This is an optimization exercise on Yosys and OpenROAD, whose aim is small area, a short achievable clock period and few clock cycles per item, not a production implementation.
Function was checked by simulation only, so behaviour that the tests miss may differ from the original.
Power figures rest on the tool's default switching activity, not on a simulated workload.

Design fp32_divsqrt, start of the top module:
module fp32_divsqrt (
    input  wire        clk,
    input  wire        rst,
    input  wire        in_valid,
    output wire        in_ready,
    input  wire        in_op,         
    input  wire [31:0] in_a,
    input  wire [31:0] in_b,
    output reg         out_valid,
    output wire [31:0] out_result,
    output wire [3:0]  out_flags      
);
    reg               busy;
    reg               op_r;
    reg               sign_r;
    reg        [4:0]  cnt;
    reg               first;      
    reg               second;     
    reg               last;       
    reg        [9:0]  exp_r;      
    reg        [25:0] W;
    reg        [25:0] D;
    reg        [24:0] Q;
    reg        [3:0]  flg;
    assign in_ready   = !busy;
    assign out_result = {sign_r, exp_r[7:0], Q[22:0]};
    assign out_flags  = flg;
    wire [22:0] fa = in_a[22:0];
    wire [25:0] w_load = !in_op    ? {2'b00, 1'b1, fa} :
                         in_a[23]  ? {2'b00, fa, 1'b0} :
                                     {fa[22], !fa[22], fa[21:0], 2'b00};
    wire [25:0] d_load = in_op ? 26'h2800000 : {1'b0, 1'b1, in_b[22:0], 1'b0};
    wire [24:0] q_load = {16'd0, in_b[30:23], 1'b1};
    wire [4:0]  c_load = in_op ? 5'd23 : 5'd25;
    wire [4:0] cnt_nx = cnt - 5'd1 - {4'd0, second & Q[0]};
    wire [26:0] S    = {W, 1'b0};
    wire        ci   = !last | Q[0];
    wire [27:0] sum  = {1'b0, S} + {1'b0, ~{1'b0, D}} + {27'd0, ci};
    wire        s    = sum[27];
    wire [25:0] w_nx = s ? sum[25:0] : S[25:0];
    wire [25:0] dec  = {25'd0, op_r} << cnt;
    wire [25:0] d_nx = (D & ~dec) | ({dec[24:0], 1'b0} & {26{s}}) | {1'b0, dec[25:1]};
    wire        inc = s;
    wire [22:0] ones;
    assign ones[0] = 1'b1;
    genvar gi;
    generate for (gi = 1; gi < 23; gi = gi + 1) begin : g_ones
        assign ones[gi] = ones[gi-1] & Q[gi-1];
    end endgenerate
    wire        carry  = inc & ones[22] & Q[22];
    wire [22:0] frac_r = Q[22:0] ^ (ones & {23{inc}});
    wire        x_big  = !exp_r[9] && exp_r[8];                        
    wire        x_255  = (exp_r == 10'd255);
    wire        x_le1  = exp_r[9] || (exp_r[8:1] == 8'd0);              
    wire        x_1    = (exp_r == 10'd1);
    wire        clamp  = x_big || x_le1;
    wire        r_ovf  = x_big || (x_255 && carry);
    wire        r_unf  = (x_le1 && !x_1) || (x_1 && !carry);
  ...
Size: about 960 cells after synthesis, roughly 110 I/O pins.
clock: 10.0 ns
lec_check: 0
cap_margin: 20
core_margin: 2
core_utilization: 40
slew_margin: 20
standard.sh (not shown) runs the stock make flow with config.mk's settings and CLKGATE_MAP_FILE= SYNTH_SCRIPT=/design/flow/synth_recipe.tcl, a recipe that flattens the netlist after the stock synthesis.
==> flow/flow/run.sh <==
#!/bin/bash
# Own layout flow: the standard synthesis, its combinational logic re-mapped
# for area (registers untouched), then the standard layout steps with timing
# repair aimed below the clock period.
set -euo pipefail
MARGIN=6.5
R=orfs/results/$FLOW_PLATFORM/fp32_divsqrt/base
bash standard.sh synth > synth_standard.log 2>&1
bash flow/resyn.sh $R flow > resyn.log 2>&1
rm -f $R/1_synth.odb $R/1_synth.sdc
bash standard.sh synth > synth_odb.log 2>&1
bash standard.sh SETUP_SLACK_MARGIN=$MARGIN finish > layout.log 2>&1
==> flow/flow/abc.constr <==
set_driving_cell sky130_fd_sc_hd__buf_1
set_load 5
==> flow/flow/resyn.abc <==
&get -n; &st; &dch; &nf; &put; topo; stime -c; buffer -c; upsize -c -D 2500; dnsize -c -D 2500
==> flow/flow/resyn.sh <==
#!/bin/bash
# Re-map the combinational logic of the standard synthesis netlist for area,
# keeping every register instance (name and cell) as it is.
# usage: resyn.sh results_dir flow_dir
set -euo pipefail
R=$1; F=$2
LIB=$FLOW_HOME/platforms/sky130hd/lib/sky130_fd_sc_hd__tt_025C_1v80.lib
YOSYS=${YOSYS_EXE:-$FLOW_HOME/../tools/install/yosys/bin/yosys}
T=$(pwd)/resyn_tmp; mkdir -p $T
cp $R/1_2_yosys.v $T/in.v
ALL=$(grep -o "sky130_fd_sc_hd__[a-z0-9_]*" $T/in.v | sort -u)
SEQ=$(echo "$ALL" | grep -E "__(df|edf|sdf|dl|sdl|ebuf|conb)" | tr '\n' ',' || true)
COMB=$(echo "$ALL" | grep -v -E "__(df|edf|sdf|dl|sdl|ebuf|conb)" | tr '\n' ',' || true)
python3 $F/minilib.py $LIB $T/comb.lib "$COMB"
python3 $F/minilib.py $LIB $T/seq.lib "$SEQ,sky130_fd_sc_hd__conb_1"
DU=$(sed -n '/DONT_USE_CELLS/,/^$/p' $FLOW_HOME/platforms/sky130hd/config.mk | grep -o "sky130_fd_sc_hd__[a-z0-9_]*" | sed 's/^/-dont_use /' | tr '\n' ' ')
tr ';' '\n' < $F/resyn.abc > $T/area.abc
cat > $T/resyn.ys <<EOS
read_liberty $T/comb.lib
read_liberty -lib $T/seq.lib
read_verilog $T/in.v
hierarchy -top $FLOW_TOP
blackbox $(echo $SEQ | tr ',' ' ') sky130_fd_sc_hd__conb_1
flatten
opt -purge
abc -script $T/area.abc -constr $F/abc.constr -liberty $LIB $DU
opt_clean -purge
hilomap -singleton -hicell sky130_fd_sc_hd__conb_1 HI -locell sky130_fd_sc_hd__conb_1 LO
opt_clean -purge
stat -liberty $LIB
write_verilog -noattr -nohex -nodec $T/out.v
EOS
$YOSYS -q -l $T/resyn.log $T/resyn.ys > /dev/null
cp $R/1_2_yosys.v $R/1_2_yosys_standard.v
cp $T/out.v $R/1_2_yosys.v
Other scripts of this flow, unchanged in this note and not shown: flow/flow/minilib.py
Testbench counts at the start, summed over its fixed seeds: cycles 62,573, ops 2,400.
Edit:
--- a/flow/flow/run.sh
+++ b/flow/flow/run.sh
@@ -5,3 +5,3 @@
 set -euo pipefail
-MARGIN=6.5
+MARGIN=7.0
 R=orfs/results/$FLOW_PLATFORM/fp32_divsqrt/base
What happened: Final area rises by roughly a tenth. Worst setup slack is better by 130 ps. Via count rises by a little under a tenth. Area after synthesis is unchanged. Clock power barely changes. Final cell count rises by a few percent. Combinational power rises by well over a third. Maximum frequency rises by a few percent.
Edit:
--- a/flow/flow/run.sh
+++ b/flow/flow/run.sh
@@ -5,3 +5,3 @@
 set -euo pipefail
-MARGIN=7.0
+MARGIN=7
 R=orfs/results/$FLOW_PLATFORM/fp32_divsqrt/base
--- a/flow/flow/resyn.sh
+++ b/flow/flow/resyn.sh
@@ -16,3 +16,3 @@
 DU=$(sed -n '/DONT_USE_CELLS/,/^$/p' $FLOW_HOME/platforms/sky130hd/config.mk | grep -o "sky130_fd_sc_hd__[a-z0-9_]*" | sed 's/^/-dont_use /' | tr '\n' ' ')
-tr ';' '\n' < $F/resyn.abc > $T/area.abc
+printf 'strash\ndch -f\namap\n' > $T/area.abc
 cat > $T/resyn.ys <<EOS
@@ -25,3 +25,3 @@
 opt -purge
-abc -script $T/area.abc -constr $F/abc.constr -liberty $LIB $DU
+abc -script $T/area.abc -liberty $LIB $DU
 opt_clean -purge
removed: flow/flow/abc.constr
removed: flow/flow/resyn.abc
Result: Setup slack is worse by 830 ps; synthesized cell count drops by 1.3%; cell area climbs by 6.4%; critical path depth climbs by 12.

Another version of the RTL of fp32_divsqrt (not shown whole).
Size: about 5900 sq um of cells after synthesis.
Settings: LEC_CHECK=0, CAP_MARGIN=20, CORE_MARGIN=2, CORE_UTILIZATION=40, SLEW_MARGIN=20; clock period 10.0 ns.
==> flow/flow/run.sh <==
#!/bin/bash
# Own layout flow: the standard synthesis, its combinational logic re-mapped
# for area (registers untouched), then the standard layout steps with timing
# repair aimed below the clock period.
set -euo pipefail
MARGIN=6.5
R=orfs/results/$FLOW_PLATFORM/fp32_divsqrt/base
bash standard.sh synth > synth_standard.log 2>&1
bash flow/resyn.sh $R flow > resyn.log 2>&1
rm -f $R/1_synth.odb $R/1_synth.sdc
bash standard.sh synth > synth_odb.log 2>&1
bash standard.sh SETUP_SLACK_MARGIN=$MARGIN BUFFER_PORTS_ARGS="-buffer_cell sky130_fd_sc_hd__buf_1" finish > layout.log 2>&1
==> flow/flow/resyn.abc <==
&get -n; &st; &dch; &nf; &put
Other scripts of this flow, unchanged in this note and not shown: flow/flow/abc.constr, flow/flow/minilib.py, flow/flow/resyn.sh
Testbench counts at the start, summed over its fixed seeds: cycles 62,573, ops 2,400.
Edit:
--- a/flow/flow/run.sh
+++ b/flow/flow/run.sh
@@ -10,3 +10,3 @@
 rm -f $R/1_synth.odb $R/1_synth.sdc
 bash standard.sh synth > synth_odb.log 2>&1
-bash standard.sh SETUP_SLACK_MARGIN=$MARGIN BUFFER_PORTS_ARGS="-buffer_cell sky130_fd_sc_hd__buf_1" finish > layout.log 2>&1
+bash standard.sh SETUP_SLACK_MARGIN=$MARGIN BUFFER_PORTS_ARGS="-buffer_cell sky130_fd_sc_hd__buf_1" CTS_ARGS="-sink_clustering_enable -repair_clock_nets -dont_use_dummy_load -buf_list sky130_fd_sc_hd__clkbuf_8" finish > layout.log 2>&1
==> flow/flow/resyn.abc (replaced) <==
&get -n; &st; &dch; &nf; &st; &dch; &nf; &st; &dch; &nf; &st; &dch; &nf; &put; topo; stime -c; buffer -c; upsize -c -D 2500; dnsize -c -D 2500
Outcome: Wire length grows by about 1.7%. Via count came out higher by about 0.35%. Power fell by about 7%. First-iteration DRC count came out higher by about 25%. Utilization shrinks by 0.97 points. Critical path depth stays the same. Combinational power is higher by 11%. Area after synthesis rises by about 2%. Worst setup slack degrades by 0.17 ns. Final cell count came out lower by 0.94%.
Edit:
--- a/flow/flow/run.sh
+++ b/flow/flow/run.sh
@@ -4,5 +4,5 @@
 # repair aimed below the clock period.
 set -euo pipefail
-MARGIN=6.5
+MARGIN=6.75
 R=orfs/results/$FLOW_PLATFORM/fp32_divsqrt/base
 bash standard.sh synth > synth_standard.log 2>&1
==> flow/flow/resyn.abc (replaced) <==
&get -n; &st; &dch; &nf; &st; &dch; &nf; &put; topo; stime -c; buffer -c; upsize -c -D 2500; dnsize -c -D 2500
- PLACE_DENSITY: not set -> 0.5
Result: Synthesized cell count barely changes. Power went down by a few percent. Non-clock buffer count went down by 9. Fmax went up by roughly a tenth. First-iteration DRC count went down by a quarter to a third. Routed wire length went up by a few percent.
Edit:
--- a/flow/flow/run.sh
+++ b/flow/flow/run.sh
@@ -4,5 +4,5 @@
 # repair aimed below the clock period.
 set -euo pipefail
-MARGIN=6.75
+MARGIN=6.0
 R=orfs/results/$FLOW_PLATFORM/fp32_divsqrt/base
 bash standard.sh synth > synth_standard.log 2>&1
==> flow/flow/resyn.abc (replaced) <==
&get -n; &st; &dch; &nf; &put; topo; stime -c; buffer -c; upsize -c -D 2500; dnsize -c -D 2500
- PLACE_DENSITY: 0.5 -> not set
Result: Non-clock buffer count goes down by 10. Register-to-register slack got worse by 0.46 ns. Via count goes down by 0.78%. Setup slack got worse by 0.44 ns. Final area goes down by about 2%. Routed wire length goes down by 9.6%. Sequential power stays flat. Core utilization goes down by 2.3 points.
Edit:
--- a/flow/flow/run.sh
+++ b/flow/flow/run.sh
@@ -4,5 +4,5 @@
 # repair aimed below the clock period.
 set -euo pipefail
-MARGIN=6.0
+MARGIN=6.5
 R=orfs/results/$FLOW_PLATFORM/fp32_divsqrt/base
 bash standard.sh synth > synth_standard.log 2>&1
==> flow/flow/resyn.abc (replaced) <==
&get -n; &st; &dch; &nf; &st; &dch; &nf; &put; topo; stime -c; buffer -c; upsize -c -D 2500; dnsize -c -D 2500
=> Cell count came out lower by 2.4%; wire length grows by 2.2%; cell area stays flat; core utilization grows by 1.2 points; sequential share of layout area climbs by 0.19 points.

## afterwards: timing with drivers on the ports
No port has a modelled driver above. Below, the same layouts with a new extraction and two added sets of constraints.
Step 1: set_driving_cell puts a clkbuf_16 on clk and a buf_2 on each other input, an assumption about the parent block.
Step 2, shift: input delay + t, output delay - t, t = (earliest + latest rising clock arrival at the registers) / 2. This alone moves slack from input paths to output paths.
a / b / c = ideal ports / drivers / drivers and shift; a / b = the first two.
run	t (ns)	setup WS [ns]	worst hold slack (ns)	worst register clock-pin slew, ns	pins driven straight from the clock port
the first run of note 1	0.401	6.551 / 6.509 / 6.259	0.496 / 0.496 / 0.496	0.08 / 0.08	1
the second run of note 1	0.407	6.683 / 6.683 / 6.565	0.476 / 0.476 / 0.476	0.08 / 0.08	1
the third run of note 1	0.408	5.848 / 5.848 / 5.848	0.494 / 0.494 / 0.494	0.08 / 0.08	1
the first run of note 2	0.400	6.685 / 6.685 / 6.311	0.487 / 0.487 / 0.487	0.08 / 0.08	1
the second run of note 2	0.420	6.520 / 6.520 / 6.333	0.502 / 0.502 / 0.502	0.10 / 0.10	1
the third run of note 2	0.420	6.871 / 6.832 / 6.568	0.476 / 0.476 / 0.476	0.11 / 0.11	1
the fourth run of note 2	0.421	6.434 / 6.434 / 6.434	0.501 / 0.501 / 0.501	0.09 / 0.09	1
the fifth run of note 2	0.424	6.606 / 6.566 / 6.426	0.479 / 0.479 / 0.479	0.10 / 0.10	1
After both steps every run listed still meets setup and hold. For the first run of note 2, which loses most, drivers alone change the setup slack by 0.000 ns; drivers and shift together by -0.374 ns.
